This design comes from an exercise in tuning for small area and a short achievable clock period on the open sky130 flow, not from production work.
Power is estimated from default activity; no workload was simulated.

run 1:
## lc8b10b_slot
module lc8b10b_slot (
    input  wire         clk,
    input  wire         rst,         
    input  wire         in_valid,
    input  wire         in_entry,    
    input  wire [159:0] in_sym,
    output wire         out_valid,
    output reg  [159:0] out_sym,     
    output reg  [127:0] out_data,    
    output reg  [15:0]  out_k,       
    output reg  [15:0]  out_err      
);
export LEC_CHECK = 0
export CAP_MARGIN = 20
export CORE_MARGIN = 2
export CORE_UTILIZATION = 40
export CTS_BUF_LIST = sky130_fd_sc_hd__clkbuf_4
export CTS_CLUSTER_SIZE = 20
export SLEW_MARGIN = 20
create_clock -name core_clock -period 175.0 [get_ports {clk}]
standard.sh (not shown) runs the stock make flow with config.mk's settings and CLKGATE_MAP_FILE= SYNTH_SCRIPT=/design/flow/synth_recipe.tcl, a recipe that flattens the netlist after the stock synthesis.
==> flow/flow/run.sh <==
#!/bin/bash
# The standard layout (standard.sh), with four changes to how it is made:
# - synthesis maps with ABC's &nf mapper (flow/abc_map.script) instead of
#   ORFS's script, through flow/synth.tcl, which is synth_recipe.tcl with only
#   the ABC script swapped;
# - no full/half-adder extraction before ABC (ADDER_MAP_FILE empty);
# - ports are buffered with sky130_fd_sc_hd__buf_1;
# - ORFS's timing repair aims for 136.4 ns of setup slack (SETUP_SLACK_MARGIN)
#   instead of 0, so it sizes the slowest paths of this design up. The clock,
#   its period and all constraints are the standard flow's own, unchanged.
# Each tool's output goes to the ORFS logs under orfs/logs; make's own output
# to flow_make.log here.
set -euo pipefail
W=$(pwd)
export FLOW_ABC_SCRIPT=$W/flow/abc_map.script
bash standard.sh "SYNTH_SCRIPT=$W/flow/synth.tcl" "ADDER_MAP_FILE=" \
  "BUFFER_PORTS_ARGS=-buffer_cell sky130_fd_sc_hd__buf_1" SETUP_SLACK_MARGIN=136.4 finish > flow_make.log 2>&1
test -s out/final.def
==> flow/flow/abc_map.script <==
strash; &get -n; &nf -R 1000; &put; topo; stime -c
==> flow/flow/synth.tcl <==
# The standard flow's synthesis script (synth_recipe.tcl) with ABC's mapping script replaced
# by the one named in FLOW_ABC_SCRIPT.
proc synth {args} { yosys synth -nofsm -noshare {*}$args }
proc abc {args} {
  set i [lsearch -exact $args -script]
  if { $i >= 0 } { lset args [expr {$i + 1}] $::env(FLOW_ABC_SCRIPT) }
  yosys abc {*}$args
}
source $::env(SCRIPTS_DIR)/synth.tcl
# left out here: clear keep_hierarchy, flatten, clean up, hide names made inside functions, write 1_2_yosys.v
#### Input delta (run 2 over run 1)
diff --git a/flow/flow/run.sh b/flow/flow/run.sh
--- a/flow/flow/run.sh
+++ b/flow/flow/run.sh
@@ -3 +3 @@
-# - synthesis maps with ABC's &nf mapper (flow/abc_map.script) instead of
+# - synthesis maps with ABC's dc2 then &nf mapper (flow/abc_map.script) instead of
@@ -8 +8 @@
-# - ORFS's timing repair aims for 136.4 ns of setup slack (SETUP_SLACK_MARGIN)
+# - ORFS's timing repair aims for 136 ns of setup slack (SETUP_SLACK_MARGIN)
@@ -17 +17 @@
-  "BUFFER_PORTS_ARGS=-buffer_cell sky130_fd_sc_hd__buf_1" SETUP_SLACK_MARGIN=136.4 finish > flow_make.log 2>&1
+  "BUFFER_PORTS_ARGS=-buffer_cell sky130_fd_sc_hd__buf_1" SETUP_SLACK_MARGIN=136 finish > flow_make.log 2>&1
==> flow/flow/abc_map.script <==
strash; dc2; &get -n; &nf -R 1000; &put; topo; stime -c
Notes after the runs:
- Delta (run 2 minus run 1): worst hold slack dropped 51 ps; share of cell area taken by flip-flops and latches flat; inverter count went down by about 23%.
- Run comparison: run 1 slowest cell on the critical path sky130_fd_sc_hd__a31o_1; run 2 slowest cell on the critical path sky130_fd_sc_hd__dfxtp_4
[inputs] run 3 vs run 2
diff --git a/flow/flow/run.sh b/flow/flow/run.sh
--- a/flow/flow/run.sh
+++ b/flow/flow/run.sh
@@ -3 +3 @@
-# - synthesis maps with ABC's dc2 then &nf mapper (flow/abc_map.script) instead of
+# - synthesis maps with ABC's &nf mapper (flow/abc_map.script) instead of
==> flow/flow/abc_map.script <==
strash; &get -n; &nf -R 1000; &put; topo; stime -c
Findings:
| register area share after synthesis | run 3 vs run 2 | 0.29 points lower |. Compared with run 2, placement density in the core of run 3 is lower. In the flow results for run 3 and run 2, the post-placement cell area is smaller on run 2. Sort run 3 and run 2 by global-route wire length before repair asc -> top: run 3. From run 2 to run 3 the numbers moved as follows: number of nets in the layout now larger, fraction of the cycle the final worst path needs -0.24 points. | CTS H-tree depth | run 3 vs run 2 | 1 higher |. Relative to run 2, the maximum frequency measured on run 3 has increased slightly. Placement row count: lower on run 2. Between run 3 and run 2, internal power is lower for run 3, run 2 comes in above that.
No run of this note included a check of the RTL's function; only the layout flow was run.

## static timing again, ports no longer ideal
The results above use ideal ports. As a check the final layouts listed here were re-extracted and re-timed, cells and wires unchanged.
Step 1: set_driving_cell puts a clkbuf_16 on clk and a buf_2 on each other input, an assumption about the parent block.
Step 2 adds t to the input delays and takes it off the output delays; t is the mean of the earliest and latest rising clock arrival at the registers after step 1. Input paths then give back, and output paths get back, about the clock's delay inside the block.
Three values: ideal ports, drivers, drivers and shift; two values: the first two.
| run | t, ns | setup WS [ns] | slew at the worst register clock pin (ns) |
|---|---|---|---|
| run 1 | 0.806 | 136.613 / 136.558 / 135.892 | 0.07 / 0.07 |
| run 2 | 0.828 | 135.976 / 135.924 / 135.483 | 0.09 / 0.09 |
| run 3 | 0.805 | 136.395 / 136.359 / 135.620 | 0.07 / 0.07 |
After both steps every run listed still meets setup and hold. The setup slack of run 3, which loses most, moves by -0.036 ns with the drivers and by -0.775 ns with both steps.
